From an optimization exercise on the open Yosys and OpenROAD flow, aimed at small area and a short achievable clock period; shortcuts taken in it are not production practice. In this exercise RTL edits were held to simulation tests only and were not proved equivalent to the original.

Setup of run 1:
## kbfly
module kbfly (
    input  wire        clk,
    input  wire        rst,         
    input  wire        mq_we,
    input  wire [22:0] mq_wdata,
    input  wire        trig,
    input  wire [1:0]  form,        
    input  wire        centre,
    input  wire        zen,
    input  wire [31:0] w,           
    input  wire [31:0] a,           
    input  wire [31:0] b,           
    output wire        err,         
    output reg         res_valid,   
    output reg         z_we,        
    output wire [31:0] ra,
    output wire [31:0] rb
);
Size in the first run: about 11000 cells after synthesis, roughly 340 flip-flops, roughly 84000 µm² of cells after synthesis.
clock: 170.0 ns
lec_check: 0
abc_area: 1
cap_margin: 20
core_margin: 2
core_utilization: 40
cts_buf_list: sky130_fd_sc_hd__clkbuf_2 sky130_fd_sc_hd__clkbuf_4
slew_margin: 20
standard.sh (not shown) runs the stock make flow with config.mk's settings and CLKGATE_MAP_FILE= SYNTH_SCRIPT=/design/flow/synth_recipe.tcl, a recipe that flattens the netlist after the stock synthesis.
==> flow/flow/run.sh <==
#!/bin/bash
# Own layout flow: the standard flow (standard.sh, with its standard synthesis)
# with one change: buffer_ports uses sky130_fd_sc_hd__buf_2 instead of its default
# delay buffer. Every input and output port still gets its own buffer.
# Each tool's output goes to the ORFS logs under orfs/logs; make's output to flow.log.
set -euo pipefail
W=$(pwd)
bash "$W/standard.sh" "BUFFER_PORTS_ARGS=-buffer_cell sky130_fd_sc_hd__buf_2" finish > "$W/flow.log" 2>&1
> inputs changed (run 1 -> run 2)
-- flow/config.mk --
<<< run 1, line 11
export CORE_UTILIZATION = 40
export CTS_BUF_LIST = sky130_fd_sc_hd__clkbuf_2 sky130_fd_sc_hd__clkbuf_4
export SLEW_MARGIN = 20
>>> run 2, line 11
export CORE_UTILIZATION = 40
export CTS_BUF_LIST = sky130_fd_sc_hd__clkbuf_2 sky130_fd_sc_hd__clkbuf_4
export CTS_CLUSTER_SIZE = 30
export SLEW_MARGIN = 20
==> comparison <==
On wire length after detailed routing, run 2 and run 1 are neck and neck. Diff run 2..run 1 | sequential share of layout area | unchanged. Diff run 1..run 2 | effective utilization at floorplan | unchanged. Pin count of the biggest net entering global routing: run 1 vs run 2 identical. As far as area growth from synthesis to final layout goes, run 1 and run 2 are indistinguishable; the numbers are identical. As far as fraction of synthesized area in multiplexers is concerned, run 1 and run 2 perform about the same.

kbfly again, from the RTL that the note above started with.
==> flow/design.v (excerpt) <==
module kbfly (
    input  wire        clk,
    input  wire        rst,         
    input  wire        mq_we,
    input  wire [22:0] mq_wdata,
    input  wire        trig,
    input  wire [1:0]  form,        
    input  wire        centre,
    input  wire        zen,
    input  wire [31:0] w,           
    input  wire [31:0] a,           
    input  wire [31:0] b,           
    output wire        err,         
    output reg         res_valid,   
    output reg         z_we,        
    output wire [31:0] ra,
    output wire [31:0] rb
);
    reg        qok;
    reg [21:0] dlo;
    reg [4:0]  sh;
    reg [22:0] nq;
    reg [4:0]  ns;
    always @* begin
        nq = mq_wdata;
        ns = 5'd0;
        if (nq[22:7] == 16'd0) begin nq = nq << 16; ns[4] = 1'b1; end
        if (nq[22:15] == 8'd0) begin nq = nq << 8;  ns[3] = 1'b1; end
        if (nq[22:19] == 4'd0) begin nq = nq << 4;  ns[2] = 1'b1; end
        if (nq[22:21] == 2'd0) begin nq = nq << 2;  ns[1] = 1'b1; end
        if (nq[22] == 1'b0)    begin nq = nq << 1;  ns[0] = 1'b1; end
    end
    always @(posedge clk) begin
        if (rst)
            qok <= 1'b0;
        else if (mq_we)
            qok <= mq_wdata[0] & (mq_wdata[22:1] != 22'd0);
        if (mq_we) begin
            dlo <= nq[21:0];
            sh  <= ns;
        end
    end
    wire [22:0] d = {1'b1, dlo};
    wire [27:0] thr;
    kbfly_srt4_thr u_thr (.d(d), .m(thr));
    assign err = trig & (form[1] | ~qok);
    wire   go  = trig & ~err;
    reg [2:0] v_p;
    reg [2:0] z_p;
    reg [2:0] gs_p;
    reg [2:0] c_p;
    always @(posedge clk) begin
        if (rst) begin
            v_p <= 3'd0;
            z_p <= 3'd0;
        end else begin
            v_p <= {v_p[1:0], go};
            z_p <= {z_p[1:0], go & zen};
        end
        gs_p <= {gs_p[1:0], form[0]};
        c_p  <= {c_p[1:0], centre};
    end
    wire        gs = form[0];
    wire [24:0] ax = {a[23], a[23:0]};
  ...
clock: 170.0 ns
lec_check: 0
abc_area: 1
cap_margin: 20
core_margin: 2
core_utilization: 40
cts_buf_list: sky130_fd_sc_hd__clkbuf_4 sky130_fd_sc_hd__clkbuf_8
slew_margin: 20
Scripts as last shown in full above: flow/flow/run.sh
Then changed:
Settings changed: CORE_UTILIZATION 40 to 55, CTS_BUF_LIST sky130_fd_sc_hd__clkbuf_4 sky130_fd_sc_hd__clkbuf_8 to unset.
The new run went through all stages and came out clean.
Synthesized cell count stays the same.
Via count fell by 0.49%.
Cell area goes down by 1.3%.
Hold slack loses 0.016 ns.

kbfly, a different RTL version from the one above (not shown whole).
Size: about 11000 cells after synthesis, ~340 flip-flops, roughly 190 I/O pins, roughly 0.085 mm2 of cells after synthesis.
make LEC_CHECK=0 ABC_AREA=1 CAP_MARGIN=20 CORE_MARGIN=2 CORE_UTILIZATION=40 SLEW_MARGIN=20 finish   # period 170.0 ns
run.sh (not shown) runs the stock make flow with config.mk's settings and CLKGATE_MAP_FILE= SYNTH_SCRIPT=/design/flow/synth_recipe.tcl, a recipe that flattens the netlist after the stock synthesis.
Stock flow here: none of the scripts above is used.
Change:
==> flow/flow/run.sh (new file) <==
#!/bin/bash
# Own layout flow: the standard flow (standard.sh, with its standard synthesis)
# with one change: buffer_ports uses sky130_fd_sc_hd__buf_2 instead of its default
# delay buffer. Every input and output port still gets its own buffer.
# Each tool's output goes to the ORFS logs under orfs/logs; make's output to flow.log.
set -euo pipefail
W=$(pwd)
bash "$W/standard.sh" "BUFFER_PORTS_ARGS=-buffer_cell sky130_fd_sc_hd__buf_2" finish > "$W/flow.log" 2>&1
==> flow/standard.sh (new file) <==
#!/bin/bash
# synth_recipe.tcl (not shown) runs the flow's synth.tcl, then flattens the netlist and writes it again
# the make line also repeats each setting of config.mk as NAME=value (left out here)
make -C /OpenROAD-flow-scripts/flow DESIGN_CONFIG=/design/flow/config.mk WORK_HOME=/design/flow/orfs CLKGATE_MAP_FILE= SYNTH_SCRIPT=/design/flow/synth_recipe.tcl "${@:-finish}"
removed: flow/run.sh
Global-route usage came out higher by 0.11 points.
Worst setup slack gets better by 810 ps.
Via count is about the same.
Register-to-register slack gets worse by 910 ps.
Synthesized cell count does not change.
Hold slack stays flat.
Change:
==> flow/run.sh (new file) <==
#!/bin/bash
# synth_recipe.tcl (not shown) runs the flow's synth.tcl, then flattens the netlist and writes it again
# the make line also repeats each setting of config.mk as NAME=value (left out here)
make -C /OpenROAD-flow-scripts/flow DESIGN_CONFIG=/design/flow/config.mk WORK_HOME=/design/flow/orfs CLKGATE_MAP_FILE= SYNTH_SCRIPT=/design/flow/synth_recipe.tcl finish
Settings changed: ABC_AREA 1 to not set.
removed: flow/flow/run.sh
removed: flow/standard.sh
The new run completed with no timing, DRC or antenna violations.
Area after synthesis came out higher by 4.5%.
Clock-buffer cell count came out higher by 2.
Maximum frequency came out lower by 1.3%.
Setup slack degrades by 910 ps.
Routed wire length came out higher by 6.7%.
Synthesized cell count came out lower by 6.6%.
Hold slack degrades by 3.2 ps.
Change:
==> flow/flow/run.sh (new file) <==
#!/bin/bash
# Own layout flow: the standard flow (standard.sh) with two changes.
#  1. Synthesis: the standard flow's synthesis script, but Yosys's generic "abc -fast" pass in
#     the fine synth step is skipped (synth -noabc), so extract_fa sees the adder
#     logic as written and maps it to full adders without polarity inverters. The
#     later liberty-mapping ABC pass, dfflibmap, flatten and renaming are unchanged,
#     so the registers are the same as in the standard synthesis.
#  2. Port buffers: buffer_ports uses sky130_fd_sc_hd__buf_2 instead of its default
#     delay buffer. Every input and output port still gets its own buffer.
# Each tool's output goes to the ORFS logs under orfs/logs; make's output to flow.log.
set -euo pipefail
W=$(pwd)
sed 's/synth -top $::env(DESIGN_NAME) -run fine: {\*}$synth_full_args/synth -top $::env(DESIGN_NAME) -run fine: -noabc {*}$synth_full_args/' \
    "$FLOW_HOME/scripts/synth.tcl" > "$W/synth_noabc.tcl"
grep -q -- '-run fine: -noabc' "$W/synth_noabc.tcl"
sed "s|source \$::env(SCRIPTS_DIR)/synth.tcl|source $W/synth_noabc.tcl|" "$W/synth_recipe.tcl" > "$W/own_synth.tcl"
grep -q synth_noabc "$W/own_synth.tcl"
bash "$W/standard.sh" "SYNTH_SCRIPT=$W/own_synth.tcl" \
    "BUFFER_PORTS_ARGS=-buffer_cell sky130_fd_sc_hd__buf_2" finish > "$W/flow.log" 2>&1
==> flow/standard.sh (new file) <==
#!/bin/bash
# synth_recipe.tcl (not shown) runs the flow's synth.tcl, then flattens the netlist and writes it again
# the make line also repeats each setting of config.mk as NAME=value (left out here)
make -C /OpenROAD-flow-scripts/flow DESIGN_CONFIG=/design/flow/config.mk WORK_HOME=/design/flow/orfs CLKGATE_MAP_FILE= SYNTH_SCRIPT=/design/flow/synth_recipe.tcl "${@:-finish}"
Settings changed: ABC_AREA set to 1.
removed: flow/run.sh
Die area shrinks by 6.6%.
Wire length shrinks by about 6%.
Setup slack gains 860 ps.
Utilization shrinks by 0.74 points.
Final area shrinks by 8.4%.
Cell count shrinks by 2.5%.
Via count shrinks by 3.3%.

==> what the ideal ports hide <==
The results above use ideal ports. As a check the final layouts listed here were re-extracted and re-timed, cells and wires unchanged. Step 1 sets driving cells, clkbuf_16 on the clock port and buf_2 on the other inputs (assumed; they add their load-dependent delay and slew). Step 2 adds t to the input delays and takes it off the output delays; t is the mean of the earliest and latest rising clock arrival at the registers after step 1. Input paths then give back, and output paths get back, about the clock's delay inside the block. a / b / c = ideal ports / drivers / drivers and shift; a / b = the first two.
| run | shift t [ns] | setup slack, ns | latest minus earliest clock arrival (ns) | slew at the worst register clock pin (ns) | cell pins on the clock port's net |
|---|---|---|---|---|---|
| run 1 | 1.107 | 101.649 / 101.630 / 101.630 | 0.173 / 0.173 | 0.08 / 0.08 | 1 |
| run 2 | 1.107 | 101.649 / 101.630 / 101.630 | 0.173 / 0.173 | 0.08 / 0.08 | 1 |
| the first run of note 2 | 0.832 | 101.649 / 101.630 / 101.630 | 0.082 / 0.083 | 0.09 / 0.09 | 1 |
| the second run of note 2 | 0.733 | 101.639 / 101.616 / 101.616 | 0.049 / 0.050 | 0.08 / 0.08 | 1 |
| the first run of note 3 | 0.719 | 100.832 / 100.803 / 100.803 | 0.064 / 0.064 | 0.08 / 0.08 | 1 |
| the second run of note 3 | 0.742 | 101.642 / 101.617 / 101.617 | 0.050 / 0.051 | 0.07 / 0.07 | 1 |
| the third run of note 3 | 0.748 | 100.736 / 100.711 / 100.711 | 0.067 / 0.067 | 0.07 / 0.07 | 1 |
| the fourth run of note 3 | 0.725 | 101.601 / 101.579 / 101.579 | 0.032 / 0.032 | 0.06 / 0.06 | 1 |
After both steps setup and hold are still met in every run listed. The setup slack of the first run of note 3, which loses most, moves by -0.029 ns with the drivers and by -0.029 ns with both steps.
